What follows belongs to an exercise in optimizing a design on an open flow for small area, a short achievable clock period and few clock cycles per item; a production flow would make more cautious choices. In this exercise RTL edits were held to simulation tests only and were not proved equivalent to the original. Power is estimated from default activity; no workload was simulated.

File: design/flow/flow/run.sh
#!/bin/bash
# Standard ORFS layout; port buffers use the smallest buffer cell.
set -o pipefail
bash standard.sh "BUFFER_PORTS_ARGS=-buffer_cell sky130_fd_sc_hd__buf_1" finish > standard_flow.log 2>&1
File: design/flow/design.v
module steer_hash (
    input              clk,
    input              rst,         
    input              start,       
    input      [63:0]  in_cfg,      
    input      [639:0] in_key,      
    input      [319:0] in_tkey,     
    output reg         done,        
    output     [31:0]  hash
);
    localparam integer K   = 2;                  
    localparam integer QB  = 16 * K;             
    localparam integer NST = (18 + K - 1) / K;   
    localparam [31:0] CRC_POLY = 32'h82F6_3B78;    
    function [31:0] crc_col(input integer t);
        reg [31:0] v;
        reg        fb;
        integer    n;
        begin
            v = 32'd0;
            for (n = 0; n < QB; n = n + 1) begin
                fb = v[0] ^ (n == t);
                v  = (v >> 1) ^ (fb ? CRC_POLY : 32'd0);
            end
            crc_col = v;
        end
    endfunction
    function [31:0] pad_init(input integer p);
        reg [31:0] c;
        integer    n;
        begin
            c = 32'hFFFF_FFFF;
            for (n = 0; n < 16 * p; n = n + 1)
                c = {c[30:0] ^ (c[31] ? CRC_POLY[30:0] : 31'd0), c[31]};
            pad_init = ~c;
        end
    endfunction
    function integer msg_pos(input integer q);
        integer b;
        begin
            b = 15 - (q % 16);
            msg_pos = 16 * (q / 16) + ((b >= 8) ? (b - 8) : (b + 8));
        end
    endfunction
    function [K-1:0] tcomb(input [K-1:0] a, input [K-1:0] b);
        integer x, y;
        begin
            tcomb = a | b;
            for (x = 1; x < K; x = x + 1)
                for (y = 1; x + y <= K; y = y + 1)
                    tcomb[x+y-1] = tcomb[x+y-1] | (a[x-1] & b[y-1]);
        end
    endfunction
    reg            busy;
    reg            func;         
    reg  [39:0]    rem;          
    reg  [NST-1:0] step;         
    reg  [QB-1:0]  dat;          
    reg  [63:0]    win;          
    reg  [31:0]    acc;          
    wire [39:0]    in_mask = in_cfg[55:16] & {40{in_cfg[63]}};
    wire           c_func  = busy ? func : in_cfg[62];
    wire [39:0]    c_mask  = busy ? rem : in_mask;
    wire [NST-1:0] c_step  = busy ? step : {{(NST-1){1'b0}}, 1'b1};
    reg  [2:0]     pc [0:63];
    integer        s, h, lv;
    always @(*) begin
        for (s = 0; s < 64; s = s + 1)
            pc[s] = (s < 40) ? {2'd0, in_mask[s]} : 3'd0;
        for (lv = 32; lv >= 1; lv = lv / 2)
            for (h = 0; h < lv; h = h + 1)
                pc[h] = (pc[2*h] + pc[2*h+1]) % K;
    end
    wire [5:0]     pnum  = (K - pc[0]) % K;
    wire           empty = ~|in_mask;
    reg  [K-1:0]   pad;          
    reg  [31:0]    init;         
    integer        p;
    always @(*) begin
        for (p = 0; p < K; p = p + 1)
            pad[p] = busy ? (p == 0) : ((in_cfg[62] ? 6'd0 : pnum) == p);
        init = 32'd0;
        if (!in_cfg[62]) begin
            if (empty)
                init = pad_init(K);      
            else
                for (p = 1; p < K; p = p + 1)
                    init = init | (pad_init(p) & {32{pad[p]}});
        end
    end
    wire [K-1:0] pre [0:6][0:39];
    genvar g, l;
    generate
        for (g = 0; g < 40; g = g + 1) begin : g_leaf
            assign pre[0][g] = (g == 0) ? {K{1'b0}} : {{(K-1){1'b0}}, c_mask[g-1]};
        end
        for (l = 0; l < 6; l = l + 1) begin : g_lvl
            for (g = 0; g < 40; g = g + 1) begin : g_pos
                if ((g >> l) & 1)
                    assign pre[l+1][g] = tcomb(pre[l][((g >> l) << l) - 1], pre[l][g]);
                else
                    assign pre[l+1][g] = pre[l][g];
            end
        end
    endgenerate
    reg  [15:0]    dr [0:K-1];
    reg  [15:0]    ds [0:K-1];
    reg  [QB-1:0]  c_dat;
    reg  [39:0]    rest;
    reg  [K:0]     th;
    integer        i;
    always @(*) begin
        for (i = 0; i < K; i = i + 1) dr[i] = 16'd0;
        for (s = 0; s < 40; s = s + 1) begin
            th = {pre[6][s], 1'b1};
            for (i = 0; i < K; i = i + 1)
                if (c_mask[s] && th[i] && !th[i+1])
                    dr[i] = dr[i] | in_key[639 - 16*s -: 16];
        end
        for (i = 0; i < K; i = i + 1) begin
            ds[i] = 16'd0;
            for (p = 0; p <= i; p = p + 1)
                if (pad[p]) ds[i] = ds[i] | dr[i-p];
            c_dat[QB-1-16*i -: 16] = ds[i];
        end
        rest = 40'd0;
        for (s = 0; s < 40; s = s + 1) begin
            th = {pre[6][s], 1'b1};
            for (p = 0; p < K; p = p + 1)
                if (pad[p] && th[K-p]) rest[s] = c_mask[s];
        end
    end
    reg  [31:0]    fetch;
    reg  [63:0]    c_win;
    integer        st;
    always @(*) begin
        fetch = 32'd0;
        for (st = 1; st < NST; st = st + 1)
            fetch = fetch | (in_tkey[319 - 32*(st+1) -: 32] & {32{c_step[st]}});
        if (busy)
            c_win = {win[31:0], fetch & {32{func}}};
        else
            c_win = in_tkey[319:256] & {64{in_cfg[62]}};
    end
    wire [63:0]    wb = win | {64{~func}};
    reg  [QB-1:0]  y;
    reg  [31:0]    arr, col;
    integer        q, b, t;
    always @(*) begin
        arr = 32'd0;
        for (q = 0; q < QB; q = q + 1) begin
            t    = msg_pos(q);
            y[q] = dat[QB-1-q] ^ ((t < 32) ? (~func & ~acc[t]) : 1'b0);
            col  = crc_col(t);
            for (b = 0; b < 32; b = b + 1)
                arr[b] = arr[b] ^ (y[q] & (col[b] ? wb[32-q+b] : win[32-q+b]));
        end
    end
    wire [31:0]    nxt = arr ^ (func ? acc : 32'hFFFF_FFFF);
    always @(posedge clk) begin
        if (rst) begin
            busy <= 1'b0;
            done <= 1'b0;
        end else begin
            done <= 1'b0;
            if (start || busy) begin
                busy <= |rest;
                done <= ~|rest;
            end
        end
        func <= c_func;
        rem  <= rest;
        step <= c_step << 1;
        dat  <= c_dat;
        win  <= c_win;
        acc  <= busy ? nxt : init;
    end
    assign hash = nxt;
endmodule
File: design/flow/constraint.sdc
create_clock -name core_clock -period 9.0 [get_ports {clk}]
set_input_delay 1.8000 -clock core_clock [delete_from_list [all_inputs] [get_ports {clk}]]
set_output_delay 1.8000 -clock core_clock [all_outputs]
set_load 0.01 [all_outputs]
File: design/flow/standard.sh
#!/bin/bash
# synth_recipe.tcl (not shown) runs the flow's synth.tcl, then flattens the netlist and writes it again
# the make line also repeats each setting of config.mk as NAME=value (left out here)
make -C /OpenROAD-flow-scripts/flow DESIGN_CONFIG=/design/flow/config.mk WORK_HOME=/design/flow/orfs CLKGATE_MAP_FILE= SYNTH_SCRIPT=/design/flow/synth_recipe.tcl "${@:-finish}"
File: design/flow/config.mk
export PLATFORM = sky130hd
export DESIGN_NAME = steer_hash
export DESIGN_NICKNAME = steer_hash
export VERILOG_FILES = /design/flow/design.v
export SDC_FILE = /design/flow/constraint.sdc
export NUM_CORES = 4
export LEC_CHECK = 0
export CAP_MARGIN = 20
export CELL_PAD_IN_SITES_DETAIL_PLACEMENT = 1
export CELL_PAD_IN_SITES_GLOBAL_PLACEMENT = 2
export CORE_AREA = 5 5 415 415
export DIE_AREA = 0 0 420 420
export PLACE_DENSITY = 0.4
export SETUP_SLACK_MARGIN = 2.0
export SLEW_MARGIN = 20
==> summary.txt, run 1 <==
Worst setup path:
- The number of buffers and inverters on the critical path is 3.
- For this design, the slowest cell found on the critical path is sky130_fd_sc_hd__xnor2_1.
- The worst setup path is captured at an output pin.
- In this run the number of cells on the critical path is 12.
- STA puts the critical path data arrival time at 5.21 ns.
- The required time of the worst setup path is 7.20 ns.
- Counting stages on the worst path, the most repeated cell is sky130_fd_sc_hd__xnor2_1.
- The stage delay of the slowest cell on the critical path is 0.75 ns.
- The setup path with the least slack is of type reg -> out.
- The critical-path maximum fanout is 83.
- Traced cell by cell, the critical path runs through buf_12 -> nor2_1 -> xor2_4 -> buf_4 -> nand2_1 -> xnor2_1 -> xnor2_1 -> xnor2_1 -> xnor2_1 -> xnor2_1 -> xnor2_1 -> buf_1.
- The critical path startpoint category is a register.
- The top cell family by delay on the critical path is XOR/XNOR gates.
- The path depth of the worst reg2reg path is 15.

STA:
- Once routing completed, OpenROAD measured the worst setup slack at 1.99 ns.
- The final clock period utilization by the worst path is 0.779.
- At the pin with the least slew margin, the transition time is 1.29 ns.
- The final-report max-slew violation count was 0.
- Setup violations remaining at the end of the flow were counted as 0.
- Setup repair after global routing left no endpoint under its margin.
- The peak clock frequency supported by timing is 143 MHz.
- The setup clock skew after layout is 0.0286 ns.
- After routing, the total negative slack on setup checks comes to 0 ns.
- The worst pin sits at a relative slew slack of 0.139.
- The hold violation count in the final report is 0.
- The smallest clock period supported by the final layout is computed as 7.01 ns.

Detailed routing:
- Routed signal wires occupy layers up through met5.
- The first TritonRoute pass finished after 9 iterations.
- The met2 routed wirelength is 178 mm.
- After detailed routing, the average wire length per cell comes to 45.3 µm.
- The final routed wirelength across all metal layers is 372 mm.
- In this run, the number of DRC markers left after iteration 0 of detailed routing was 5,810.
- For this block, wires on met1 add up to 140 mm.
- The overall via count from detail_route is 48,600.
- In this run the remaining antenna-violating nets after routing total 0.
- Detailed routing placed a total of 24.9 mm of wire on met3.
- The remaining design rule violation count is 0.
- In the routed layout, each cell is associated on average with a via count of 5.93.

Worst hold path:
- The type of the most critical hold path is reg -> reg.
- The worst hold path depth is 1.

Pwr:
- The analysis attributes to net switching a power of 15,200 µW.
- The maximum resistive drop on vdd is 0.513 mV.
- Of the total power, the share spent switching nets is 0.640.
- The static leakage power is 0.0136 µW.
- The share of total power dissipated in combinational logic is 0.898.
- The share of total power dissipated in the clock network is 0.037.
- The internal power contribution is 8580 µW.
- The power per cell area is 557 nW/µm².
- The share of total power dissipated in sequential elements is 0.065.

Clocking:
- After clock tree synthesis, the clock-pin slew on the worst setup and hold paths is 0.10 ns.
- TritonCTS built the clock tree.
- The H-tree was split into 4 levels.
- No sink is reached through more buffers than the 2 on the longest clock path.
- The clock latency at the later pin of the worst-skew pair is 0.57 ns.
- In this run the clock root is driven by a sky130_fd_sc_hd__clkbuf_16.
- The number of buffers created by CTS is 17.
- Counting every sink on the clock net gives 178.

Synthesis:
- The net count after synthesis is 6,080.
- The share of synthesized registers carrying an async set or reset is 0.
- During synthesis, Yosys emitted a total of 4 warnings.
- The dominant register cell in the synthesized netlist is sky130_fd_sc_hd__dfxtp_1.
- The synthesis-stage register bit count is 178.
- The number of instances in the synthesized netlist is 5,051.
- The part of the Yosys area used for sequential elements is 0.105.
- Yosys mapped a number of flops with a built-in enable equal to 1.
- The cell area that synthesis handed to floorplanning was 34,000 µm².
- The number of different library cells used by synthesis comes to 86.
- The average cell area after synthesis is 6.73 µm².

Global routing:
- The first global-routing pass estimated 478 mm of wire.
- The pin count of the biggest net entering global routing is 84.
- The overall overflow remaining after global route is 0.
- In the global route stage, overall resource usage came out at 0.402.
- The number of antenna violations at the first check in global routing is 84.
- The number of global-route vias before repair is 48,600.

Floorplan:
- The number of rows in the core area is 150.
- The effective utilization at floorplan is 0.203.
- The floorplan step set the die height to 420 µm.
- The die covers 176,000 µm².
- The boundary pin count is 1,060.
- Measured along the x axis, the die boundary spans 420 µm.
- The core region is 167,000 µm².

Placed design:
- The placement-stage worst setup slack is 1.80 ns.
- The HPWL reported at the end of detailed placement is 292 mm.
- The final RePlAce weighted congestion is 1.03.
- In this run the tool buffered the top-level ports with 1,037 buffer cells.

Finish:
- The multi-input gate area in the final layout is 29,600 µm².
- The layout-stage area growth over the synthesis result is 25.8%.
- Across the whole layout, storage elements account for 3590 µm².
- In the final layout, the share of cells above drive strength 1 is 0.0778.
- The final net count is 6,965.
- The filler cell count in the final layout is 20,900.

Outcome:
- The run finished with no timing, DRC or antenna violations.

Flow run:
- The number of max-cap violations is 0.
## area by class of cell
class / count / area share
clock inverter: 11 / 0.00331
antenna: 47 / 0.00275
tap: 2204 / 0.0645
multi-input combinational: 4403 / 0.692
timing repair buffer: 1317 / 0.141
sequential: 178 / 0.0839
inverter: 19 / 0.00173
clock buffer: 21 / 0.0110
## power groups by stage
stage / combinational, µW / sequential [µW] / clock, µW
6_report: 21400 / 1550 / 893
5_1_grt: 22000 / 1550 / 938
4_1_cts: 21300 / 1530 / 921
3_5_place_dp: 21100 / 1550 / 0
3_3_place_gp: 21000 / 1550 / 0
2_1_floorplan: 11600 / 1140 / 0
## final timing paths
kind / from / endpoint / slack (ns)
setup / recovery: func$_DFFE_PN_ / hash[4] / 1.99
hold / removal: win[0]$_DFF_P_ / win[32]$_DFF_P_ / 0.47
setup reg to reg: busy$_SDFFE_PP0N_ / dat[5]$_DFF_P_ / 2.73
hold reg to reg: win[0]$_DFF_P_ / win[32]$_DFF_P_ / 0.47
## logic make-up (layout without fill, tap and decap cells)
group / Yosys count / in the layout / synth area share
simple gates: 1825 / 1825 / 0.231
compound gates: 1441 / 1441 / 0.314
xor+xnor: 1124 / 1124 / 0.291
buf+inv: 470 / 1368 / 0.0544
flops: 178 / 178 / 0.105
mux: 7 / 7 / 0.00210
fa+ha+maj: 6 / 6 / 0.00191
other cells: 0 / 47 / 0
## routing by layer
layer | track usage | up-vias
met1 | 0.460 | 24900
met4 | 0.264 | 52
li1 | - | 20000
met5 | 0 | -
met3 | 0.0734 | 851
met2 | 0.685 | 2836
## cell usage in the layout, fill, tap and decap left out, drive strengths merged, types with 27 or more instances in the layout
| master | n |
|---|---|
| a221oi | 89 |
| buf | 1317 |
| and3 | 33 |
| nor3 | 67 |
| and2 | 37 |
| a21o | 27 |
| o21ai | 235 |
| a22o | 159 |
| dfxtp | 177 |
| nand4 | 82 |
| a22oi | 331 |
| a222oi | 120 |
| nor4 | 37 |
| a221o | 41 |
| nand2 | 885 |
| nor2 | 517 |
| xor2 | 247 |
| xnor2 | 873 |
| nand3 | 100 |
| a211oi | 83 |
| diode | 47 |
| a21oi | 181 |
## registers in the layout, summed over array words and instances (netlist names)
name  cells
win      64
busy      1
dat      32
step      8
func      1
rem      39
done      1
acc      32
## cell usage after synthesis (all sizes together), types with 5 or more instances
master	count	share of area
nand2	885	0.098
xnor2	873	0.22
nor2	517	0.057
clkbuf	371	0.041
a22oi	331	0.074
xor2	247	0.064
o21ai	235	0.035
a21oi	181	0.027
dfxtp	177	0.10
a22o	159	0.041
a222oi	120	0.035
nand3	100	0.015
a221oi	89	0.023
a211oi	83	0.018
nand4	82	0.015
buf	80	0.011
nor3	67	0.010
a221o	41	0.012
and2	37	0.0068
nor4	37	0.0082
and3	33	0.0061
a21o	27	0.0060
o21a	23	0.0051
a32o	21	0.0062
inv	19	0.0021
o211ai	16	0.0035
and4	15	0.0039
a31oi	14	0.0026
a2111oi	11	0.0029
a32oi	11	0.0028
or3	11	0.0020
nand2b	9	0.0017
o22a	9	0.0023
o2bb2ai	8	0.0021
a211o	7	0.0018
nor2b	7	0.0013
a21boi	6	0.0013
a2bb2oi	6	0.0015
a311oi	6	0.0015
mux2i	6	0.0018
nor4b	6	0.0017
o2111a	5	0.0017
o31ai	5	0.0011
## repair_timing
item,CTS,global route
resized for setup,3,2
buffers inserted,0,0
setup endpoints to repair,3,2
cloned,0,0
hold buffers,0,0
## stage by stage
stage | hold WS, ns | util | total power [µW] | instance area, µm² | std cells
floorplan | 0.433 | - | 12800 | 34000 | 5051
CTS | 0.476 | 0.255 | 23800 | 42600 | 8153
global route | 0.485 | 0.255 | 24500 | 42700 | 8176
detailed placement | 0.447 | 0.251 | 22600 | 42000 | 8121
global placement | 0.439 | 0.251 | 22600 | 42000 | 8121
finish | 0.474 | 0.256 | 23800 | 42800 | 8200
Testbench counts, summed over its fixed seeds: cycles 30,055, hashes 4,800.
==> run 2, diff against run 1 <==
==> design/flow/run.sh (new file) <==
#!/bin/bash
# synth_recipe.tcl (not shown) runs the flow's synth.tcl, then flattens the netlist and writes it again
# the make line also repeats each setting of config.mk as NAME=value (left out here)
make -C /OpenROAD-flow-scripts/flow DESIGN_CONFIG=/design/flow/config.mk WORK_HOME=/design/flow/orfs CLKGATE_MAP_FILE= SYNTH_SCRIPT=/design/flow/synth_recipe.tcl finish
--- a/design/flow/config.mk
+++ b/design/flow/config.mk
@@ -11,5 +11,5 @@
 export CORE_AREA = 5 5 415 415
 export DIE_AREA = 0 0 420 420
 export PLACE_DENSITY = 0.4
-export SETUP_SLACK_MARGIN = 2.0
+export SETUP_SLACK_MARGIN = 3.0
 export SLEW_MARGIN = 20
removed: design/flow/flow/run.sh
removed: design/flow/standard.sh
==> run 2 against run 1 <==
Effect of this change:
- sequential cell count did not move
- power up 27%
- die area did not move
- highest routed layer unchanged
- largest cell class unchanged
- clock skew up 0.0065 ns
- still clean
==> summary.txt, run 2 <==
Detailed routing:
- The remaining design rule violation count is 0.
- The first detailed-routing pass took 8 iterations.
- For this block, the routed nets add up to 375 mm of wire.
- The met3 wirelength from detailed routing is 28.0 mm.
- The length of routed wiring on met1 is 138 mm.
- In this run the top signal layer used is met5.
- In this run, the number of DRC markers left after iteration 0 of detailed routing was 5,716.
- The routed wire length per instance is 44.9 µm.
- The routed design uses 178 mm of met2 wire.
- Dividing the detail-routed via count by the number of cells gives 5.89.
- The count of nets left with antenna violations once routing finished came out at 0.
- Detailed routing inserted a total of 49,300 vias.

Worst setup path:
- The signal on the critical path passes through buf_12 -> buf_8 -> nor2_4 -> buf_12 -> xnor2_4 -> buf_4 -> nor2_1 -> xor2_1 -> xnor2_1 -> xnor2_1 -> xnor2_2 -> xnor2_2 -> xnor2_2 -> buf_12 -> clkdlybuf4s50_1.
- Following the worst setup path forward leads to its endpoint at hash[17].
- The most critical setup path has its startpoint at func$_DFFE_PN_.
- Data on the critical path is required at its endpoint by 7.20 ns.
- Grouping stages by cell kind, the critical path spends the most delay in buffers and inverters.
- STA classifies the critical path endpoint as an output pin.
- The reg2reg setup slack is 3.28 ns.
- Of all nets on the critical path, the largest fanout is 36.
- Among all stages on the critical path, the largest delay is contributed by sky130_fd_sc_hd__clkdlybuf4s50_1.
- The worst register-to-register path ends at dat[12]$_DFF_P_.
- The worst setup path is of the reg -> out kind.
- STA puts the critical path data arrival time at 4.38 ns.
- The startpoint of the worst-slack reg-to-reg timing path is busy$_SDFFE_PP0N_.
- The stage delay of the slowest cell on the critical path is 0.55 ns.
- The path depth of the worst reg2reg path is 13.
- Together, buffers and inverters on the worst path number 6.
- In this run the number of cells on the critical path is 15.
- The critical path startpoint category is a register.

Finish:
- From synthesis to final layout, the design area changed by 54.3%.
- Across the whole layout, storage elements account for 3590 µm².
- Of the cells placed in the final design, the portion with a size suffix greater than 1 is 0.128.
- The largest registers in the layout are win (64), rem (39).
- The register with the most flip-flops in the final layout is win.
- After filler insertion, the fill cell instance count of the layout stands at 20,100.
- The utilization of the core after routing is 0.314.
- In the layout the commonest cells are sky130_fd_sc_hd__clkdlybuf4s50_1, sky130_fd_sc_hd__nand2_1, sky130_fd_sc_hd__xnor2_1.
- The multi-input gate area in the final layout is 30,800 µm².
- The commonest non-fill, non-tap cell in the layout is sky130_fd_sc_hd__clkdlybuf4s50_1.
- The final net count is 7,120.
- The number of flip-flops under the largest register name is 64.

STA:
- For the final database, setup skew stands at 0.0351 ns.
- Timing would allow up to 162 MHz.
- The total negative slack for setup checks is 0 ns.
- The relative max-transition margin is 0.148.
- Setup repair after global routing could not meet its margin everywhere.
- Counting I/O delays and the setup requirement, the final critical path takes 6.18 ns.
- The final clock period utilization by the worst path is 0.687.
- Setup violations remaining at the end of the flow were counted as 0.
- The hold violation count in the final report is 0.
- For the pin with the worst max-slew slack, the measured transition is 1.28 ns.
- The final-report max-slew violation count is 0.

Synthesis:
- sky130_fd_sc_hd__nand2_1 is the most common cell in the netlist.
- The share of the Yosys chip area taken by registers is 0.105.
- Sorting the synthesized cells by how often they occur yields sky130_fd_sc_hd__nand2_1, sky130_fd_sc_hd__xnor2_1, sky130_fd_sc_hd__nor2_1.
- The cell area that synthesis handed to floorplanning was 34,000 µm².
- The dominant register cell in the synthesized netlist is sky130_fd_sc_hd__dfxtp_1.
- The library cell with the largest summed area after synthesis is sky130_fd_sc_hd__xnor2_1.
- The portion of synthesized cell area occupied by the leading cell type is 0.225.
- The synthesis-stage register bit count is 178.
- In the post-synthesis netlist, the biggest area contributors are sky130_fd_sc_hd__xnor2_1, sky130_fd_sc_hd__dfxtp_1, sky130_fd_sc_hd__nand2_1, sky130_fd_sc_hd__a22oi_1, sky130_fd_sc_hd__xor2_1.
- The count of different cell masters after synthesis is 86.
- Yosys printed 4 warnings.
- For this run, asynchronously set or reset flops after synthesis account for 0.
- The net count after synthesis is 6,080.
- The number of instances in the synthesized netlist is 5,051.
- Dividing the synthesized area by the synthesized cell count gives 6.73 µm².
- The number of enable flip-flop cells after synthesis is 1.

Floorplan:
- The effective utilization at floorplan is 0.203.
- The floorplan has 150 rows.
- The horizontal die dimension is 420 µm.
- 1,060 I/O pins were placed.
- The area of the die is 176,000 µm².
- The floorplan step defined a core boundary enclosing 167,000 µm².
- In this run the vertical extent of the chip is 420 µm.

Clocking:
- The number of hold buffers added after CTS was 0.
- Clock-pin slew was measured on the worst setup and hold paths at 0.08 ns.
- The count of H-tree levels built during CTS is 4.
- The tree is rooted in a sky130_fd_sc_hd__clkbuf_16.
- Counting along the longest clock path gives a buffer depth of 2.
- Clock tree synthesis found a total of 178 sinks.
- The later pin in the worst-skew pair is clocked with a latency of 0.59 ns.
- TritonCTS created 17 clock buffers.
- The TritonCTS clock tree is yes.

Pwr:
- The internal power contribution is 13,500 µW.
- The power share of the clock group is 0.028.
- The maximum resistive drop on vdd is 0.567 mV.
- The switching power as a share of total power is 0.551.
- For this design the ratio of total power to cell area is 575 nW/µm².
- The part of the total power dissipated in sequential elements is 0.052.
- The static leakage power is 0.0181 µW.
- The share of total power dissipated in combinational logic is 0.920.
- The power spent charging and discharging nets is 16,600 µW.

Global routing:
- The overall overflow remaining after global route is 0.
- Entering global routing, the biggest net connects 103 pins.
- The number of antenna violations at the first check in global routing came to 91.
- The global-route wire length before repair is 483 mm.
- The number of global-route vias before repair is 49,800.
- The global-route usage over all layers is 0.406.

Placed design:
- Detailed placement ended at an HPWL of 297 mm.
- At the end of routability-driven placement, the weighted congestion stood at 0.982.
- Port buffering added 1,037 buffers.

Worst hold path:
- The type of the most critical hold path is reg -> reg.
- The startpoint identified for the worst hold timing path is win[0]$_DFF_P_.

Outcome:
- The run finished with no timing, DRC or antenna violations.

Flow run:
- The number of max-cap violations is 0.
run 2: cell counts after synthesis:
Identical to the previous run, type by type.
run 2: cell type report:
cell class,instances,area share
diodes,54,0.00258
clock buffers,18,0.00837
clock inverters,13,0.00236
inverters,19,0.00150
multi-input cells,4403,0.586
flip-flops and latches,178,0.0684
well taps,2204,0.0526
repair buffers,1472,0.278
run 2: how the worst min path moves through the flow:
stage	endpoint	slack, ns	cells after the start
3_5_place_dp	win[32]$_DFF_P_	0.45	1
6_report	win[32]$_DFF_P_	0.46	1
2_1_floorplan	win[32]$_DFF_P_	0.43	1
5_1_grt	win[32]$_DFF_P_	0.48	1
3_3_place_gp	step[7]$_DFF_P_	0.44	1
4_1_cts	win[32]$_DFF_P_	0.47	1
run 2: per-layer routing:
metal / GRT usage / vias up
met5: 0 / -
met4: 0.281 / 46
met3: 0.0896 / 934
met2: 0.685 / 2869
met1: 0.455 / 25100
li1: - / 20300
run 2: through the flow:
step,cell area (µm²),hold WS [ns],setup WS [ns],total power [µW],cells
final,52400,0.460,2.82,30100,8361
after floorplan,34000,0.433,3.57,12800,5051
after CTS,51900,0.466,2.78,29700,8300
after global placement,48600,0.439,1.40,24700,8144
after detailed placement,48600,0.447,1.42,24700,8146
after global routing,52400,0.476,2.73,30900,8337
run 2: power by group through the flow:
stage	sequential [µW]	combinational [µW]	clock (µW)
after floorplan	1140	11600	0
after global placement	1530	23200	0
after detailed placement	1530	23200	0
after CTS	1550	27200	876
after global routing	1570	28400	892
final	1570	27700	847
run 2: what timing repair did:
action,4_1_cts,5_1_grt
gates resized for setup,268,76
cloned,3,0
buffers inserted,120,7
endpoints found under the setup margin,67,41
endpoints found under the hold margin,0,0
pin swaps,64,40
run 2: logic make-up (layout without fill, tap and decap cells):
family,count (synthesis),in the layout,share of synthesized area
AO/OA/AOI/OAI,1441,1441,0.314
XOR/XNOR,1124,1124,0.291
adder cells (fa/ha/maj),6,6,0.00191
buffers and inverters,470,1522,0.0544
flip-flops,178,178,0.105
multiplexers,7,7,0.00210
other,0,54,0
AND/OR/NAND/NOR,1825,1825,0.231
==> run 3, diff against run 2 <==
--- a/design/flow/design.v
+++ b/design/flow/design.v
@@ -143,20 +143,25 @@
             c_win = in_tkey[319:256] & {64{in_cfg[62]}};
     end
     wire [63:0]    wb = win | {64{~func}};
-    reg  [QB-1:0]  y;
     reg  [31:0]    arr, col;
     integer        q, b, t;
     always @(*) begin
         arr = 32'd0;
         for (q = 0; q < QB; q = q + 1) begin
-            t    = msg_pos(q);
-            y[q] = dat[QB-1-q] ^ ((t < 32) ? (~func & ~acc[t]) : 1'b0);
-            col  = crc_col(t);
+            col = crc_col(msg_pos(q));
             for (b = 0; b < 32; b = b + 1)
-                arr[b] = arr[b] ^ (y[q] & (col[b] ? wb[32-q+b] : win[32-q+b]));
+                arr[b] = arr[b] ^ (dat[QB-1-q] & (col[b] ? wb[32-q+b] : win[32-q+b]));
         end
     end
     wire [31:0]    nxt = arr ^ (func ? acc : 32'hFFFF_FFFF);
+    wire [31:0]    c_acc = busy ? nxt : init;
+    reg  [QB-1:0]  n_dat;
+    always @(*) begin
+        for (q = 0; q < QB; q = q + 1) begin
+            t = msg_pos(q);
+            n_dat[QB-1-q] = c_dat[QB-1-q] ^ ((t < 32) ? (~c_func & ~c_acc[t]) : 1'b0);
+        end
+    end
     always @(posedge clk) begin
         if (rst) begin
             busy <= 1'b0;
@@ -171,9 +176,9 @@
         func <= c_func;
         rem  <= rest;
         step <= c_step << 1;
-        dat  <= c_dat;
+        dat  <= n_dat;
         win  <= c_win;
-        acc  <= busy ? nxt : init;
+        acc  <= c_acc;
     end
     assign hash = nxt;
 endmodule
==> design/flow/flow/run.sh (new file) <==
#!/bin/bash
# Standard ORFS layout; port buffers use the smallest buffer cell.
set -o pipefail
bash standard.sh "BUFFER_PORTS_ARGS=-buffer_cell sky130_fd_sc_hd__buf_1" finish > standard_flow.log 2>&1
==> design/flow/standard.sh (new file) <==
#!/bin/bash
# synth_recipe.tcl (not shown) runs the flow's synth.tcl, then flattens the netlist and writes it again
# the make line also repeats each setting of config.mk as NAME=value (left out here)
make -C /OpenROAD-flow-scripts/flow DESIGN_CONFIG=/design/flow/config.mk WORK_HOME=/design/flow/orfs CLKGATE_MAP_FILE= SYNTH_SCRIPT=/design/flow/synth_recipe.tcl "${@:-finish}"
--- a/design/flow/config.mk
+++ b/design/flow/config.mk
@@ -11,5 +11,5 @@
 export CORE_AREA = 5 5 415 415
 export DIE_AREA = 0 0 420 420
 export PLACE_DENSITY = 0.4
-export SETUP_SLACK_MARGIN = 3.0
+export SETUP_SLACK_MARGIN = 3.5
 export SLEW_MARGIN = 20
removed: design/flow/run.sh
==> run 3 against run 2 <==
Effect of this change:
- clock power increased by 5.7%
- via count is 12% higher
- first-iteration DRC count rose by 42%
- critical path depth unchanged
- largest cell class unchanged
- largest power group unchanged
- count of clock-buffer cells in the layout grew 1
- area after synthesis rose by 6.6%
- critical path type is now in -> reg
==> summary.txt, run 3 <==
Finish:
- The most flop-heavy register is win.
- In the final layout, the share of cells above drive strength 1 is 0.103.
- Leaving out fill and tap cells, the most frequent cells in the layout are sky130_fd_sc_hd__nand2_1, sky130_fd_sc_hd__buf_1, sky130_fd_sc_hd__xnor2_1.
- The register with the most flip-flops in the layout has 64 of them.
- The commonest non-fill, non-tap cell in the layout is sky130_fd_sc_hd__nand2_1.
- The layout-stage area growth over the synthesis result is 25.7%.
- The layout has 21,100 filler cells.
- The final net count is 7,492.
- In the final layout, the registers with the most flip-flops are win (64), rem (39).

Floorplan:
- The die is 420 µm wide.
- The core area is 167,000 µm².
- For this configuration, the core starts out at a cell density of 0.217.
- The boundary pin count is 1,060.
- The number of rows in the core area is 150.
- From bottom edge to top edge, the die measures 420 µm.
- The die covers 176,000 µm².

Pwr:
- The share of total power dissipated in combinational logic is 0.868.
- Across the VDD grid, the largest voltage drop is 0.330 mV.
- The share of total power dissipated in the clock network is 0.044.
- The static leakage power is 0.0145 µW.
- The part of the total power dissipated in sequential elements is 0.088.
- The internal power of the cells totals 7180 µW.
- The total chip power is 20,400 µW.
- The switching power as a share of total power is 0.649.
- The power spent charging and discharging nets is 13,300 µW.
- The power per cell area is 449 nW/µm².

Detailed routing:
- The routed layout has 55,300 vias.
- The final layout contains routed wiring with a total length of 399 mm.
- For this block, the initial DRC count from the detailed router was 8,116.
- The detailed router used layers up to and including met5.
- The met3 wirelength from detailed routing is 42.0 mm.
- The length of routed wiring on met1 is 166 mm.
- In the final routed layout, each cell accounts on average for 45.6 µm.
- Before antenna repair, the detailed router went through 9 iterations.
- In the routed design, unresolved DRC markers number 0.
- The number of nets still failing antenna checks after routing is 0.
- The met2 routed wirelength is 168 mm.
- Using the TritonRoute via totals, the vias-per-cell ratio works out to 6.32.

Clocking:
- Clock-pin slew was measured on the worst setup and hold paths at 0.09 ns.
- For the worst-skew pair, the clock arrives at the later sink with an insertion delay of 0.58 ns.
- The clock passes through at most 2 buffers.
- CTS placed an instance of sky130_fd_sc_hd__clkbuf_16 at the clock tree root.
- The clock sink count is 178.
- The number of buffers created by CTS is 17.
- The H-tree generated during clock tree synthesis spans 4 levels.
- The TritonCTS clock tree is yes.

STA:
- Setup violations remaining at the end of the flow were counted as 0.
- The final-report max-slew violation count is 0.
- The setup clock skew after layout is 0.0333 ns.
- The final clock period utilization by the worst path is 0.630.
- The hold violation count in the final report was 0.
- For the finished layout, the period the worst path requires is 5.67 ns.
- The tightest hold path in the finished design has a slack of 0.474 ns.
- In the post-route analysis, the smallest setup slack over all paths is 3.33 ns.
- Setup repair after global routing could not meet its margin everywhere.
- Adding up every negative setup slack in the final design gives 0 ns.
- Based on the critical path, the design can be clocked at up to 176 MHz.
- Measured against its own limit, the worst slew margin works out to 0.184.
- The actual slew at the worst max-slew pin is 1.22 ns.

Outcome:
- The run finished with no timing, DRC or antenna violations.

Placed design:
- The number of buffers added on ports is 1,037.
- Before CTS, the worst setup slack after placement is 1.34 ns.
- The final RePlAce weighted congestion is 1.07.
- After legalization and detailed placement, the total HPWL measured 316 mm.

Synthesis:
- By area the synthesized netlist is led by sky130_fd_sc_hd__xnor2_1, sky130_fd_sc_hd__nand2_1, sky130_fd_sc_hd__dfxtp_1, sky130_fd_sc_hd__a22oi_1, sky130_fd_sc_hd__a21oi_1.
- The share of synthesized area in the top cell type comes to 0.165.
- In this run the mean area of a mapped cell was 6.34 µm².
- Counting every net in the synthesized netlist gives 6,744.
- The library cell with the largest summed area after synthesis is sky130_fd_sc_hd__xnor2_1.
- The part of the Yosys area used for sequential elements is 0.0983.
- Yosys mapped a number of flops with a built-in enable equal to 0.
- After synthesis, the share of flip-flops with an asynchronous set or reset is 0.
- After synthesis, the most frequently instantiated cells are sky130_fd_sc_hd__nand2_1, sky130_fd_sc_hd__xnor2_1, sky130_fd_sc_hd__clkbuf_1.
- The cell with the most instances after synthesis is sky130_fd_sc_hd__nand2_1.
- The number of instances in the synthesized netlist is 5,715.
- For this run, the leading register cell type out of synthesis is sky130_fd_sc_hd__dfxtp_1.
- The combined area of all synthesized cells is 36,200 µm².
- After synthesis the netlist holds a flip-flop and latch count of 178.
- The number of warnings reported in the yosys synthesis log is 4.
- The count of different cell masters after synthesis is 90.

Flow run:
- The tool flagged a number of max-cap violations equal to 0.

Worst setup path:
- The capturing element type of the critical path is a register.
- The required time of the worst setup path is 9.49 ns.
- For this run, the slowest stage of the critical path takes 0.80 ns.
- Data arrives at the worst endpoint at 6.16 ns.
- The top cell family by delay on the critical path is compound AO/OA/AOI/OAI gates.
- The number of buffers and inverters on the critical path is 4.
- Of all nets on the critical path, the largest fanout is 32.
- STA classifies the critical path startpoint as an input pin.
- Among all stages on the critical path, the largest delay is contributed by sky130_fd_sc_hd__a222oi_1.
- Walking the worst path, the cells encountered are buf_2 -> buf_12 -> nor2b_4 -> buf_8 -> a22o_1 -> nor3_2 -> nand2_1 -> nor3_2 -> buf_4 -> a222oi_1 -> nand3_1 -> a221oi_1 -> nand3_1 -> o22ai_2 -> xnor2_1.
- The critical path start-end classification is in -> reg.

Global routing:
- The global-route wire length before repair is 512 mm.
- The number of antenna violations at the first check in global routing is 150.
- The global-route usage over all layers is 0.430.
- The pin count of the biggest net entering global routing is 124.
- The number of global-route vias before repair is 52,100.
- The overall overflow remaining after global route is 0.

Worst hold path:
- The type of the most critical hold path is reg -> reg.
[run 3: layout make-up]
cell class / count / area, µm² / area share
multi-input combinational: 4887 / 31600 / 0.693
sequential: 178 / 3690 / 0.0810
timing repair buffer: 1357 / 6670 / 0.146
antenna: 67 / 168 / 0.00368
clock inverter: 13 / 139 / 0.00305
clock buffer: 19 / 464 / 0.0102
tap: 2204 / 2760 / 0.0605
inverter: 22 / 82.6 / 0.00181
[run 3: through the flow]
stage	instances	util	cell area, µm²
final	8747	0.272	45500
after global routing	8719	0.272	45500
after CTS	8667	0.269	44900
after detailed placement	8596	0.257	43000
after global placement	8595	0.257	43000
after floorplan	5715	-	36200
[run 3: what timing repair did]
item / in CTS / in global routing
pin swaps: 21 / 17
cloned: 0 / 0
hold buffers: 0 / 0
endpoints found under the setup margin: 74 / 37
setup buffers: 39 / 12
gates resized for setup: 231 / 77
[run 3: worst paths after layout]
check                                       start         endpoint  slack [ns]  cells after the start
worst max-delay path                   in_cfg[63]  dat[12]$_DFF_P_        3.33                     15
worst max register to register  busy$_SDFFE_PP0N_  dat[12]$_DFF_P_        3.47                     13
worst min-delay path               win[0]$_DFF_P_  win[32]$_DFF_P_        0.47                      1
worst min register to register     win[0]$_DFF_P_  win[32]$_DFF_P_        0.47                      1
[run 3: kinds of logic (layout without fill, tap and decap cells)]
| group | after synthesis | in the layout | synth area share |
|---|---|---|---|
| and+or+nand+nor | 2121 | 2121 | 0.256 |
| buffers and inverters | 650 | 1411 | 0.0686 |
| adders and majority gates | 3 | 3 | 0.000967 |
| xor gates and xnor gates | 832 | 832 | 0.202 |
| muxes | 13 | 13 | 0.00366 |
| DFF | 178 | 178 | 0.0983 |
| other | 0 | 67 | 0 |
| AOI/OAI and AO/OA | 1918 | 1918 | 0.370 |
[run 3: power by group through the flow]
stage / logic, µW / registers (µW) / clock network (µW)
3_3_place_gp: 16100 / 1790 / 0
2_1_floorplan: 8890 / 1100 / 0
3_5_place_dp: 16200 / 1790 / 0
6_report: 17700 / 1790 / 895
5_1_grt: 18100 / 1800 / 937
4_1_cts: 17300 / 1770 / 917
[run 3: metal layers]
| metal | GRT usage | vias up |
|---|---|---|
| met1 | 0.567 | 28400 |
| met5 | 0.00583 | - |
| met2 | 0.641 | 3630 |
| met3 | 0.126 | 811 |
| met4 | 0.202 | 52 |
| li1 | - | 22400 |
Testbench counts of run 3, summed over its fixed seeds: cycles 30,055, hashes 4,800.
==> run 4, diff against run 3 <==
--- a/design/flow/config.mk
+++ b/design/flow/config.mk
@@ -11,5 +11,5 @@
 export CORE_AREA = 5 5 415 415
 export DIE_AREA = 0 0 420 420
 export PLACE_DENSITY = 0.4
-export SETUP_SLACK_MARGIN = 3.5
+export SETUP_SLACK_MARGIN = 2.5
 export SLEW_MARGIN = 20
==> run 4 against run 3 <==
Effect of this change:
- power is 6.2% lower
- die area stayed put
- core utilization is 0.99 points lower
- clock skew is 0.00094 ns lower
- sequential share of layout area is 0.20 points higher
- via count is 0.36% lower
- clock power is 0.4% higher
- critical path type unchanged
- critical endpoint is now dat[5]$_DFF_P_
==> summary.txt, run 4 <==
Finish:
- The number of flip-flops under the largest register name is 64.
- From synthesis to final layout, the design area changed by 21.1%.
- Leaving out fill and tap cells, the most frequent cells in the layout are sky130_fd_sc_hd__nand2_1, sky130_fd_sc_hd__buf_1, sky130_fd_sc_hd__xnor2_1.
- The library cell used most frequently in the layout, excluding fill and tap cells, is sky130_fd_sc_hd__nand2_1.
- In the final layout, the registers with the most flip-flops are win (64), rem (39).
- The register with the most flip-flops in the final layout is win.
- The final net count is 7,440.
- The final instance area is 43,900 µm².
- In the final layout, the share of cells above drive strength 1 is 0.0730.

Worst setup path:
- In this run the worst path has a maximum fanout of 21.
- STA classifies the critical path startpoint as an input pin.
- On the worst path, the slowest cell contributes a delay of 0.73 ns.
- Traced cell by cell, the critical path runs through buf_1 -> nand2b_2 -> buf_12 -> o21ai_4 -> buf_4 -> nor4_2 -> buf_4 -> a222oi_1 -> nand4_1 -> a21oi_1 -> and3_1 -> nand3_1 -> a2111oi_0 -> nand4_1 -> o32ai_1 -> xnor2_1.
- STA classifies the critical path endpoint as a register.
- On the critical path, the stage with the largest delay is an instance of sky130_fd_sc_hd__a2111oi_0.
- The critical path is of the in -> reg type.
- At the worst endpoint, the required time is 9.48 ns.
- STA puts the critical path data arrival time at 7.05 ns.

Synthesis:
- Of the post-synthesis cell area, the dominant cell type holds 0.165.
- The number of enable flip-flop cells after synthesis is 0.
- The cell with the most instances after synthesis is sky130_fd_sc_hd__nand2_1.
- The netlist uses 90 different library cells.
- The Yosys step of the flow raised 4 warnings.
- Counting every instance in the synthesized netlist gives 5,715.
- The dominant register cell in the synthesized netlist is sky130_fd_sc_hd__dfxtp_1.
- The mapped netlist covers 36,200 µm².
- When the netlist entered floorplanning its net count stood at 6,744.
- The share of the Yosys chip area taken by registers is 0.0983.
- Sorting the synthesized cells by area gives the leading types as sky130_fd_sc_hd__xnor2_1, sky130_fd_sc_hd__nand2_1, sky130_fd_sc_hd__dfxtp_1, sky130_fd_sc_hd__a22oi_1, sky130_fd_sc_hd__a21oi_1.
- sky130_fd_sc_hd__xnor2_1 takes more of the synthesized area than any other cell.
- Counting flops and latches in the post-synthesis netlist gives 178.
- By count the netlist is led by sky130_fd_sc_hd__nand2_1, sky130_fd_sc_hd__xnor2_1, sky130_fd_sc_hd__clkbuf_1.
- For this run, asynchronously set or reset flops after synthesis account for 0.
- The average cell area after synthesis is 6.34 µm².

Detailed routing:
- The final routed wirelength across all metal layers is 395 mm.
- The detailed-routing iteration count for the pre-antenna-repair pass is 9.
- For this run, design rule violations remaining after detail routing come to 0.
- Summing over every cut layer, the via total after detailed routing is 55,100.
- The detailed router finished its first iteration with 7,998 violations.
- The per-cell via count in the routed design is 6.33.
- Dividing the detail-routed wire length by the instance count gives 45.4 µm.
- The count of nets left with antenna violations once routing finished came out at 0.

STA:
- The hold violation count in the final report came to 0.
- For the pin with the worst max-slew slack, the measured transition is 1.30 ns.
- In this run the tightest slew margin relative to its limit is 0.126.
- The final-report max-slew violation count is 0.
- In the finished design, the share of the clock period the worst path needs comes to 0.730.
- The setup clock skew after layout is 0.0324 ns.
- The peak clock frequency supported by timing is 152 MHz.
- The final-layout worst hold slack is 0.463 ns.
- Setup repair after global routing could not meet its margin everywhere.
- The total negative slack for setup checks is 0 ns.
- The final number of setup-violating endpoints is 0.
- The post-layout minimum cycle time is 6.57 ns.

Global routing:
- The global-route wire length before repair is 509 mm.
- The number of global-route vias before repair is 51,800.
- Entering global routing, the biggest net connects 110 pins.
- Across every metal layer, demand over resource in global routing totals 0.426.
- The number of antenna violations at the first check in global routing is 150.
- The overall overflow remaining after global route is 0.

Floorplan:
- The horizontal die dimension is 420 µm.
- The core area is 167,000 µm².
- Pin placement for this block handled 1,060 I/O pins.
- The die covers 176,000 µm².
- The die boundary height is 420 µm.
- The effective utilization at floorplan is 0.217.
- The number of rows in the core area is 150.

Clocking:
- The H-tree was split into 4 levels.
- Buffers inserted during clock tree synthesis total 17.
- The tree built by TritonCTS fans out to 178 sinks.
- The number of hold buffers added after CTS was 0.
- For the worst-skew pair, the clock arrives at the later sink with an insertion delay of 0.58 ns.
- The maximum buffer depth of the clock tree is 2.
- TritonCTS built the clock tree.
- In this run the clock root is driven by a sky130_fd_sc_hd__clkbuf_16.
- After clock tree synthesis, the clock-pin slew on the worst setup and hold paths is 0.08 ns.

Placed design:
- The final RePlAce weighted congestion is 1.05.
- The number of buffers added on ports is 1,037.
- The HPWL reported at the end of detailed placement is 310 mm.
- The cell area reported after detailed placement is 43,000 µm².

Flow run:
- The number of max-cap violations is 0.

Outcome:
- The run finished with no timing, DRC or antenna violations.

Pwr:
- The worst-case IR drop observed on VDD is 0.390 mV.
- The static leakage power is 0.0138 µW.
- Power spread over the standard cell area amounts to 437 nW/µm².

Worst hold path:
- The path class of the tightest hold or removal check is reg -> reg.
## run 4: changes by cell type in the layout (fill, tap and decap cells not counted), moves of 8 or more
cell | before | now
sky130_fd_sc_hd__buf_2 | 12 | 0
sky130_fd_sc_hd__a221oi_1 | 79 | 89
sky130_fd_sc_hd__dfxtp_2 | 34 | 49
sky130_fd_sc_hd__xnor2_1 | 655 | 678
sky130_fd_sc_hd__buf_6 | 41 | 2
sky130_fd_sc_hd__xnor2_2 | 24 | 3
sky130_fd_sc_hd__dfxtp_4 | 22 | 5
sky130_fd_sc_hd__buf_1 | 1021 | 1037
sky130_fd_sc_hd__a2111oi_0 | 6 | 16
sky130_fd_sc_hd__diode_2 | 67 | 77
sky130_fd_sc_hd__nor3_4 | 13 | 1
sky130_fd_sc_hd__buf_8 | 8 | 0
sky130_fd_sc_hd__a211oi_1 | 64 | 72
## run 4: area by class of cell
class	instances	area, µm²
multi-input cells	4887	30600
diodes	77	193
clock inverters	13	164
well taps	2204	2760
flip-flops and latches	178	3640
fillers	21200	123000
repair buffers	1305	5990
inverters	22	82.6
clock buffers	19	433
## run 4: worst paths after layout
kind / from / endpoint / slack, ns / cells after the start
hold / removal: win[0]$_DFF_P_ / win[32]$_DFF_P_ / 0.46 / 1
setup reg to reg: busy$_SDFFE_PP0N_ / dat[10]$_DFF_P_ / 2.82 / 15
hold reg to reg: win[0]$_DFF_P_ / win[32]$_DFF_P_ / 0.46 / 1
setup / recovery: in_cfg[63] / dat[5]$_DFF_P_ / 2.43 / 16
## run 4: logic make-up (layout without fill, tap and decap cells)
family | after synthesis | after routing | synth area share
and+or+nand+nor | 2121 | 2121 | 0.256
AOI/OAI and AO/OA | 1918 | 1918 | 0.370
xor gates and xnor gates | 832 | 832 | 0.202
buffers and inverters | 650 | 1359 | 0.0686
DFF | 178 | 178 | 0.0983
muxes | 13 | 13 | 0.00366
adders and majority gates | 3 | 3 | 0.000967
other | 0 | 77 | 0
## run 4: routing by layer
| layer | share of wire | vias to the layer above | global-route usage |
|---|---|---|---|
| li1 | - | 22300 | - |
| met5 | 0.00078 | - | 0.00528 |
| met3 | 0.10 | 768 | 0.123 |
| met2 | 0.42 | 3618 | 0.635 |
| met1 | 0.42 | 28400 | 0.566 |
| met4 | 0.053 | 36 | 0.192 |
## run 4: critical path: cells and delay by family
kind	cells	cell delay, ns
AOI/OAI and AO/OA	5	2.47
xor gates and xnor gates	1	0.18
buffers and inverters	4	1.18
and+or+nand+nor	6	1.36
## run 4: through the flow
step,std cells,setup slack [ns],power [µW],util
finish,8705,2.43,19200,0.262
global route,8669,2.48,19700,0.262
CTS,8625,2.48,18900,0.261
detailed placement,8591,1.35,17900,0.257
global placement,8591,1.43,17800,0.257
floorplan,5715,3.26,9990,-
## run 4: report_power, final
| part | total (µW) | internal (µW) | switching (µW) |
|---|---|---|---|
| sequential | 1830 | 1040 | 789 |
| clock | 899 | 421 | 478 |
| combinational | 16500 | 4990 | 11500 |
## run 4: repair_timing
action | CTS | global route
gates resized for setup | 9 | 15
buffers inserted | 2 | 3
gates cloned | 0 | 0
endpoints found under the setup margin | 16 | 21
pin swaps | 2 | 2
==> run 5, diff against run 4 <==
--- a/design/flow/config.mk
+++ b/design/flow/config.mk
@@ -8,8 +8,8 @@
 export CAP_MARGIN = 20
 export CELL_PAD_IN_SITES_DETAIL_PLACEMENT = 1
 export CELL_PAD_IN_SITES_GLOBAL_PLACEMENT = 2
-export CORE_AREA = 5 5 415 415
-export DIE_AREA = 0 0 420 420
+export CORE_AREA = 5 5 395 395
+export DIE_AREA = 0 0 400 400
 export PLACE_DENSITY = 0.4
-export SETUP_SLACK_MARGIN = 2.5
+export SETUP_SLACK_MARGIN = 3.5
 export SLEW_MARGIN = 20
==> run 5 against run 4 <==
Effect of this change:
- sequential share of layout area fell by 0.21 points
- core utilization rose by 3.8 points
- critical path depth fell by 1
- die area fell by 9.3%
- via count fell by 0.18%
==> summary.txt, run 5 <==
Worst setup path:
- The path depth of the worst reg2reg path is 15.
- Counting stages on the worst path, the most repeated cell is sky130_fd_sc_hd__buf_4.
- At the worst endpoint, the arrival time is 6.09 ns.
- Traced cell by cell, the critical path runs through clkbuf_4 -> nand2b_4 -> buf_4 -> o21ai_4 -> buf_4 -> nor3_2 -> buf_4 -> a222oi_1 -> nand3_1 -> a221oi_1 -> nand3_2 -> nor4_4 -> and3_2 -> nor2_1 -> xor2_1.
- The startpoint of the worst-slack reg-to-reg timing path is busy$_SDFFE_PP0N_.
- The required time of the worst setup path is 9.42 ns.
- The end of the worst register-to-register path is dat[6]$_DFF_P_.
- By startpoint and endpoint, the worst setup path is classified as in -> reg.
- The top cell family by delay on the critical path is simple AND/OR/NAND/NOR gates.
- The slowest stage cell on the critical path is sky130_fd_sc_hd__a222oi_1.
- The number of buffers and inverters on the critical path is 4.
- The capturing element type of the critical path is a register.
- Of all nets on the critical path, the largest fanout is 17.
- For this run, the slowest stage of the critical path takes 1.02 ns.
- The reg2reg setup slack is 3.56 ns.
- The critical path startpoint category is an input pin.

Detailed routing:
- The final routed wirelength across all metal layers is 379 mm.
- The uppermost signal routing layer after detailed routing is met5.
- The met2 routed wirelength is 166 mm.
- For this block, wires on met1 add up to 148 mm.
- The routed wire length per instance is 44.3 µm.
- The first detailed-routing pass ran for 10 iterations.
- The met3 wirelength from detailed routing is 35.9 mm.
- The remaining design rule violation count is 0.
- The first routing iteration left 8,301 violations.
- The number of nets still failing antenna checks after routing is 0.
- The overall via count from detail_route is 55,000.
- Dividing the detail-routed via count by the number of cells gives 6.42.

Worst hold path:
- The worst hold path depth is 1.
- In this run the most critical hold path is launched from step[6]$_DFF_P_.
- The type of the most critical hold path is reg -> reg.
- For hold timing, the worst endpoint is step[7]$_DFF_P_.

Finish:
- The number of flip-flops under the largest register name is 64.
- Leaving out fill and tap cells, the most frequent cells in the layout are sky130_fd_sc_hd__nand2_1, sky130_fd_sc_hd__buf_1, sky130_fd_sc_hd__xnor2_1.
- The fraction of final layout cells sized beyond drive strength 1 is 0.108.
- Relative to the synthesized area, the layout overhead comes to 25.7%.
- In the final layout, the registers with the most flip-flops are win (64), rem (39).
- Summing all non-filler instances in the final layout gives an area of 45,500 µm².
- The commonest non-fill, non-tap cell in the layout is sky130_fd_sc_hd__nand2_1.
- The register with the most flip-flops in the final layout is win.
- At the end of the flow, the number of nets in the layout was 7,506.

Synthesis:
- Of the synthesized area, sequential elements account for 0.0983.
- The net count after synthesis is 6,744.
- The commonest cells after synthesis are sky130_fd_sc_hd__nand2_1, sky130_fd_sc_hd__xnor2_1, sky130_fd_sc_hd__clkbuf_1.
- The number of instances in the synthesized netlist is 5,715.
- The combined area of all synthesized cells is 36,200 µm².
- The synthesis-stage register bit count is 178.
- The portion of synthesized cell area occupied by the leading cell type is 0.165.
- Among all flip-flop cells after synthesis, the most frequent one is sky130_fd_sc_hd__dfxtp_1.
- Of the total synthesized cell area, the portion taken by AND, OR, NAND and NOR gates is 0.256.
- The count of different cell masters after synthesis is 90.
- The number of enable flip-flop cells after synthesis is 0.
- In the synthesized netlist the async set-or-reset flop fraction comes to 0.
- The average cell area after synthesis is 6.34 µm².
- The post-synthesis xor/xnor area fraction is 0.202.
- Yosys printed 4 warnings.
- sky130_fd_sc_hd__xnor2_1 takes more of the synthesized area than any other cell.
- In the post-synthesis netlist, the biggest area contributors are sky130_fd_sc_hd__xnor2_1, sky130_fd_sc_hd__nand2_1, sky130_fd_sc_hd__dfxtp_1, sky130_fd_sc_hd__a22oi_1, sky130_fd_sc_hd__a21oi_1.
- The arithmetic-cell share of the synthesized area counting full adders, half adders and majority gates is 0.000967.
- The fraction of the mapped netlist area in compound gates is 0.370.
- The largest family of logic cells by synthesized area is compound AO/OA/AOI/OAI gates.
- The cell with the most instances after synthesis is sky130_fd_sc_hd__nand2_1.
- The fraction of synthesized area in multiplexers is 0.00366.

Pwr:
- Of the total power, the share spent switching nets is 0.645.
- The share of total power dissipated in combinational logic is 0.872.
- The analysis attributes to net switching a power of 12,900 µW.
- For this design the static power due to leakage is 0.0146 µW.
- The power share of the clock group is 0.042.
- The worst-case IR drop observed on VDD is 0.362 mV.
- The power per cell area is 438 nW/µm².
- The part of the total power dissipated in sequential elements is 0.086.
- The internal power contribution is 7080 µW.

STA:
- The final-report max-slew violation count is 0.
- The routed design could run at a clock period as short as 5.67 ns.
- The relative max-transition margin is 0.135.
- The total negative slack for setup checks is 0 ns.
- The setup clock skew after layout is 0.0352 ns.
- The final-layout worst hold slack is 0.466 ns.
- The hold violation count in the final report is 0.
- Setup repair after global routing could not meet its margin everywhere.
- The final clock period utilization by the worst path is 0.630.
- For the pin with the worst max-slew slack, the measured transition is 1.30 ns.
- The final number of setup-violating endpoints is 0.
- Derived from the worst setup path, the maximum achievable clock frequency is 176 MHz.

Clocking:
- The TritonCTS clock tree is yes.
- The clock root buffer is sky130_fd_sc_hd__clkbuf_16.
- Clock tree synthesis inserted a total of 17 buffers.
- After clock tree synthesis, the clock-pin slew on the worst setup and hold paths is 0.09 ns.
- The clock sink count is 178.
- The clock latency at the later pin of the worst-skew pair is 0.56 ns.
- The H-tree generated during clock tree synthesis spans 4 levels.
- For this design, the CTS-stage hold fixing added 0 buffers.
- In this run the deepest clock path goes through 2 buffers.

Global routing:
- The overall overflow remaining after global route is 0.
- The global-route usage over all layers is 0.448.
- The number of antenna violations at the first check in global routing is 83.
- The number of global-route vias before repair is 52,200.
- The first global-routing pass estimated 488 mm of wire.
- Entering global routing, the biggest net connects 76 pins.

Floorplan:
- The die boundary height is 400 µm.
- The initial utilization of the core area, before any placement, comes to 0.239.
- The number of rows in the core area is 143.
- The horizontal die dimension is 400 µm.
- The die covers 160,000 µm².
- The core area is 152,000 µm².
- The boundary pin count is 1,060.

Outcome:
- The run finished with no timing, DRC or antenna violations.

Flow run:
- The number of max-cap violations is 0.

Placed design:
- Detailed placement ended at an HPWL of 296 mm.
- Port buffering added 1,037 buffers.
- At the end of routability-driven placement, the weighted congestion stood at 1.06.
- The cell area reported after detailed placement is 42,400 µm².
==> run 5: cell types whose count changed in the layout (fill, tap and decap cells not counted), moves of 11 or more <==
cell                        delta
sky130_fd_sc_hd__a2111oi_0    -11
sky130_fd_sc_hd__nand3_1      -11
sky130_fd_sc_hd__xnor2_2      +17
sky130_fd_sc_hd__a221oi_2     +18
sky130_fd_sc_hd__dfxtp_2      -18
sky130_fd_sc_hd__buf_1        -20
sky130_fd_sc_hd__xnor2_1      -20
sky130_fd_sc_hd__dfxtp_4      +17
sky130_fd_sc_hd__buf_2        +17
sky130_fd_sc_hd__buf_6        +36
sky130_fd_sc_hd__diode_2      -32
sky130_fd_sc_hd__a221oi_1     -22
sky130_fd_sc_hd__o21ai_0      -13
==> run 5: per-stage QoR <==
stage	power (µW)	utilization	instances	setup WS (ns)
2_1_floorplan	9990	-	5715	3.53
3_3_place_gp	17400	0.280	8389	0.987
3_5_place_dp	17500	0.280	8391	0.990
4_1_cts	19300	0.293	8462	3.36
5_1_grt	20300	0.300	8552	3.43
6_report	19900	0.301	8565	3.33
==> run 5: logic make-up after synthesis <==
family                     Yosys count
AOI/OAI and AO/OA                 1918
xor gates and xnor gates           832
adders and majority gates            3
buffers and inverters              650
DFF                                178
muxes                               13
and+or+nand+nor                   2121
==> run 5: cell type report <==
| type | count | area, µm² |
|---|---|---|
| antenna | 45 | 113 |
| clock buffer | 17 | 425 |
| clock inverter | 15 | 178 |
| fill | 19500 | 106000 |
| inverter | 22 | 82.6 |
| multi-input combinational | 4889 | 31700 |
| sequential | 178 | 3680 |
| tap | 2030 | 2540 |
| timing repair buffer | 1369 | 6780 |
==> run 5: metal layers <==
layer	global-route usage	vias to the layer above
met5	0.0129	-
met4	0.271	16
met3	0.125	976
met2	0.694	3729
met1	0.550	27900
li1	-	22400
==> run 5: worst reg2reg max path: stages, from the launching register on <==
cell                       delay (ns)
sky130_fd_sc_hd__dfxtp_4         0.64
sky130_fd_sc_hd__buf_6           0.43
sky130_fd_sc_hd__buf_6           0.52
sky130_fd_sc_hd__o21ai_0         0.33
sky130_fd_sc_hd__o21a_1          0.24
sky130_fd_sc_hd__and3_4          0.25
sky130_fd_sc_hd__nand2_1         0.21
sky130_fd_sc_hd__nor3_2          0.08
sky130_fd_sc_hd__buf_4           0.24
sky130_fd_sc_hd__a222oi_1        0.87
sky130_fd_sc_hd__nand3_1         0.19
sky130_fd_sc_hd__a221oi_1        0.25
sky130_fd_sc_hd__nand4_1         0.26
sky130_fd_sc_hd__a211o_1         0.42
sky130_fd_sc_hd__o22ai_4         0.27
sky130_fd_sc_hd__xnor2_1         0.15
==> run 5: worst max-delay path by stage <==
stage | start | end | cells past startpoint
3_5_place_dp | in_cfg[63] | done$_SDFF_PP0_ | 14
3_3_place_gp | in_cfg[63] | dat[6]$_DFF_P_ | 15
5_1_grt | in_cfg[63] | dat[4]$_DFF_P_ | 16
4_1_cts | in_cfg[31] | dat[4]$_DFF_P_ | 15
6_report | in_cfg[63] | dat[29]$_DFF_P_ | 15
2_1_floorplan | in_cfg[19] | done$_SDFF_PP0_ | 13
==> run 5: what timing repair did <==
item,in CTS,in global routing
setup buffers,37,48
gates resized for setup,224,137
gates cloned,2,2
pin swaps,34,44
setup endpoints to repair,84,41
==> run 5: power groups by stage <==
stage          combinational (µW)  clock (µW)  sequential, µW
2_1_floorplan                8890           0            1100
3_3_place_gp                15700           0            1680
3_5_place_dp                15800           0            1690
4_1_cts                     16800         869            1680
5_1_grt                     17700         882            1720
6_report                    17400         845            1710
==> run 6, diff against run 5 <==
--- a/design/flow/design.v
+++ b/design/flow/design.v
@@ -62,17 +62,9 @@
     wire           c_func  = busy ? func : in_cfg[62];
     wire [39:0]    c_mask  = busy ? rem : in_mask;
     wire [NST-1:0] c_step  = busy ? step : {{(NST-1){1'b0}}, 1'b1};
-    reg  [2:0]     pc [0:63];
+    wire [5:0]     pnum  = {5'd0, ^in_mask};
+    wire           empty = ~|in_mask;
     integer        s, h, lv;
-    always @(*) begin
-        for (s = 0; s < 64; s = s + 1)
-            pc[s] = (s < 40) ? {2'd0, in_mask[s]} : 3'd0;
-        for (lv = 32; lv >= 1; lv = lv / 2)
-            for (h = 0; h < lv; h = h + 1)
-                pc[h] = (pc[2*h] + pc[2*h+1]) % K;
-    end
-    wire [5:0]     pnum  = (K - pc[0]) % K;
-    wire           empty = ~|in_mask;
     reg  [K-1:0]   pad;          
     reg  [31:0]    init;         
     integer        p;
@@ -130,6 +122,17 @@
                 if (pad[p] && th[K-p]) rest[s] = c_mask[s];
         end
     end
+    reg  [2:0]     sc [0:63];
+    always @(*) begin
+        for (s = 0; s < 64; s = s + 1)
+            sc[s] = (s < 40) ? {2'b00, c_mask[s]} : 3'd0;
+        for (lv = 32; lv >= 1; lv = lv / 2)
+            for (h = 0; h < lv; h = h + 1)
+                sc[h] = {sc[2*h][2] | sc[2*h+1][2] | (sc[2*h][1] & sc[2*h+1][0]) | (sc[2*h][0] & sc[2*h+1][1]),
+                         sc[2*h][1] | sc[2*h+1][1] | (sc[2*h][0] & sc[2*h+1][0]),
+                         sc[2*h][0] | sc[2*h+1][0]};
+    end
+    wire           more = sc[0][2];
     reg  [31:0]    fetch;
     reg  [63:0]    c_win;
     integer        st;
@@ -169,8 +172,8 @@
         end else begin
             done <= 1'b0;
             if (start || busy) begin
-                busy <= |rest;
-                done <= ~|rest;
+                busy <= more;
+                done <= ~more;
             end
         end
         func <= c_func;
--- a/design/flow/config.mk
+++ b/design/flow/config.mk
@@ -8,8 +8,8 @@
 export CAP_MARGIN = 20
 export CELL_PAD_IN_SITES_DETAIL_PLACEMENT = 1
 export CELL_PAD_IN_SITES_GLOBAL_PLACEMENT = 2
-export CORE_AREA = 5 5 395 395
-export DIE_AREA = 0 0 400 400
+export CORE_AREA = 5 5 415 415
+export DIE_AREA = 0 0 420 420
 export PLACE_DENSITY = 0.4
 export SETUP_SLACK_MARGIN = 3.5
 export SLEW_MARGIN = 20
==> run 6 against run 5 <==
Effect of this change:
- still clean on timing, DRC and antenna
- synthesized cell count increased by 2.5%
- non-clock buffer count decreased by 24
- clock power rose by 5.1%
- count of clock-buffer cells in the layout grew 2
- via count decreased by 0.14%
- first-iteration DRC count down 14%
- worst hold slack improved by 0.016 ns
- wire length increased by 2.6%
- die area grew 10%
- critical path depth increased by 4
- critical path type unchanged
==> summary.txt, run 6 <==
Outcome:
- The run finished with no timing, DRC or antenna violations.

Global routing:
- In the global route stage, overall resource usage came out at 0.418.
- The number of global-route vias before repair is 52,500.
- The overall overflow remaining after global route is 0.

Clocking:
- TritonCTS built the clock tree.
- The later pin in the worst-skew pair is clocked with a latency of 0.55 ns.
- Clock tree synthesis inserted a total of 17 buffers.
- For this design, the CTS-stage hold fixing added 0 buffers.
- The clock sink count is 178.
- The tree is rooted in a sky130_fd_sc_hd__clkbuf_16.
- The clock slew at the register clock pins of the worst setup and hold paths is 0.08 ns.

Worst hold path:
- The type of the most critical hold path is reg -> reg.
- The worst hold path depth is 1.

Worst setup path:
- The stage delay of the slowest cell on the critical path is 0.43 ns.
- The required time of the worst setup path is 9.42 ns.
- Of all nets on the critical path, the largest fanout is 17.
- For the worst flop-to-flop path, the logic depth is 15.
- The reg2reg setup slack is 3.75 ns.
- The total stage count of the critical path is 19.
- The slowest stage of the critical path is the sky130_fd_sc_hd__xnor3_1 cell.
- The critical path start-end classification is in -> reg.
- The signal on the critical path passes through clkbuf_16 -> buf_12 -> nand2_1 -> ha_1 -> xnor2_1 -> xnor2_2 -> xnor3_1 -> xnor2_2 -> buf_6 -> nor3_2 -> buf_4 -> a21oi_1 -> nand3_1 -> a211oi_4 -> nand3_4 -> a221o_1 -> nor4_4 -> buf_4 -> mux2_2.
- The endpoint arrival time on the critical path is 6.12 ns.

STA:
- The hold violation count in the final report is 0.
- The final-report max-slew violation count is 0.
- Setup repair after global routing could not meet its margin everywhere.
- The routed design could run at a clock period as short as 5.70 ns.
- In this run the tightest slew margin relative to its limit is 0.134.
- Setup violations remaining at the end of the flow were counted as 0.
- For the pin with the worst max-slew slack, the measured transition is 1.30 ns.
- The peak clock frequency supported by timing is 175 MHz.
- The setup clock skew after layout is 0.0305 ns.
- Dividing the final minimum period by the clock period gives 0.633.

Synthesis:
- For this run, the number of Yosys warnings is 4.
- The cell with the most instances after synthesis is sky130_fd_sc_hd__nand2_1.
- The net count after synthesis is 6,905.
- The share of synthesized registers carrying an async set or reset is 0.
- The part of the Yosys area used for sequential elements is 0.0965.
- The combined area of all synthesized cells is 36,900 µm².
- Counting every instance in the synthesized netlist gives 5,858.
- The synthesis-stage register bit count is 178.
- Yosys attributes the largest share of cell area to sky130_fd_sc_hd__xnor2_1, sky130_fd_sc_hd__nand2_1, sky130_fd_sc_hd__dfxtp_1, sky130_fd_sc_hd__a22oi_1, sky130_fd_sc_hd__a21oi_1.
- The synthesized design contains 0 enable-type register cells.
- The library cell with the largest summed area after synthesis is sky130_fd_sc_hd__xnor2_1.
- Dividing the synthesized area by the synthesized cell count gives 6.30 µm².
- The portion of synthesized cell area occupied by the leading cell type is 0.160.

Floorplan:
- The total area inside the core boundary comes to 167,000 µm².
- After floorplanning, the core was divided into 150 placement rows.
- The boundary pin count is 1,060.
- The horizontal die dimension is 420 µm.
- The area of the die is 176,000 µm².

Detailed routing:
- The routed layout has 54,900 vias.
- The detailed-routing iteration count for the pre-antenna-repair pass is 9.
- In the routed design, unresolved DRC markers number 0.
- The number of nets still failing antenna checks after routing is 0.
- Summed over all layers, the routed wires come to 389 mm.
- The routed wire length per instance is 43.8 µm.
- The per-cell via count in the routed design is 6.19.

Pwr:
- The power spent charging and discharging nets is 13,300 µW.
- Of the total power, the share spent switching nets is 0.644.
- The part of the total power dissipated in sequential elements is 0.083.
- The internal power contribution is 7330 µW.
- The share of total power dissipated in combinational logic is 0.874.
- The static leakage power is 0.0149 µW.

Finish:
- The number of flip-flops under the largest register name is 64.
- At the end of the flow the core is filled with cells to 0.277.
- The largest registers in the layout are win (64), rem (39).
- The library cells used most frequently in the layout, excluding fill and tap cells, are sky130_fd_sc_hd__nand2_1, sky130_fd_sc_hd__buf_1, sky130_fd_sc_hd__xnor2_1.

Flow run:
- The number of max-cap violations is 0.

Placed design:
- The number of buffers added on ports is 1,037.
- The cell area reported after detailed placement is 43,200 µm².
==> run 6: logic make-up (layout without fill, tap and decap cells) <==
group                      Yosys count  after routing  share of synthesized area
and+or+nand+nor                   2283           2284                      0.270
AOI/OAI and AO/OA                 1914           1915                      0.359
xor gates and xnor gates           824            824                      0.196
buffers and inverters              628           1392                     0.0679
DFF                                178            178                     0.0965
adders and majority gates           22             22                    0.00732
muxes                                9              9                    0.00264
other                                0             47                          0
==> run 6: final timing paths <==
path / end / from
max: dat[7]$_DFF_P_ / in_cfg[63]
min: win[32]$_DFF_P_ / win[0]$_DFF_P_
max reg2reg: dat[7]$_DFF_P_ / busy$_SDFFE_PP0N_
min reg2reg: win[32]$_DFF_P_ / win[0]$_DFF_P_
==> run 6: power by group through the flow <==
stage	Clock [µW]	Combinational (µW)	Sequential, µW
after floorplan	0	9170	1120
after global placement	0	16300	1700
after detailed placement	0	16400	1710
after CTS	902	17400	1690
after global routing	923	18500	1710
final	888	18000	1700
==> run 6: metal layers <==
| metal | track usage | share of wire | wire length [µm] | vias to the layer above |
|---|---|---|---|---|
| met5 | 0 | 0.00026 | 103 | - |
| met3 | 0.0823 | 0.078 | 30400 | 831 |
| met2 | 0.660 | 0.44 | 173000 | 3297 |
| met4 | 0.239 | 0.073 | 28300 | 16 |
| met1 | 0.530 | 0.40 | 157000 | 28000 |
| li1 | - | - | - | 22800 |
==> run 6: repair_timing <==
action	in CTS	in global routing
resized for setup	201	122
cloned	4	2
setup buffers	34	38
endpoints found under the setup margin	86	46
pin swaps	37	44
==> run 6: layout make-up <==
cell class,count,area (µm²)
clock inverters,13,155
inverters,15,56.3
diodes,47,118
repair buffers,1345,6660
clock buffers,19,464
flip-flops and latches,178,3680
multi-input cells,5054,32400
fillers,21200,121000
well taps,2204,2760
==> run 6: metrics by stage <==
stage,worst slack [ns],std cells,power [µW]
after global placement,1.03,8713,18000
final,3.30,8875,20600
after CTS,3.31,8784,20000
after floorplan,3.51,5858,10300
after detailed placement,1.02,8714,18100
after global routing,3.26,8865,21200
Testbench counts of run 6, summed over its fixed seeds: cycles 30,055, hashes 4,800.

Re-timed with assumed drivers on the ports (clkbuf_16 on the clock, buf_2 on other inputs), run 6 has 3.243 ns of setup slack against 3.299 ns with ideal ports, and 2.638 ns once port delays also move by the mid clock arrival of 0.605 ns.
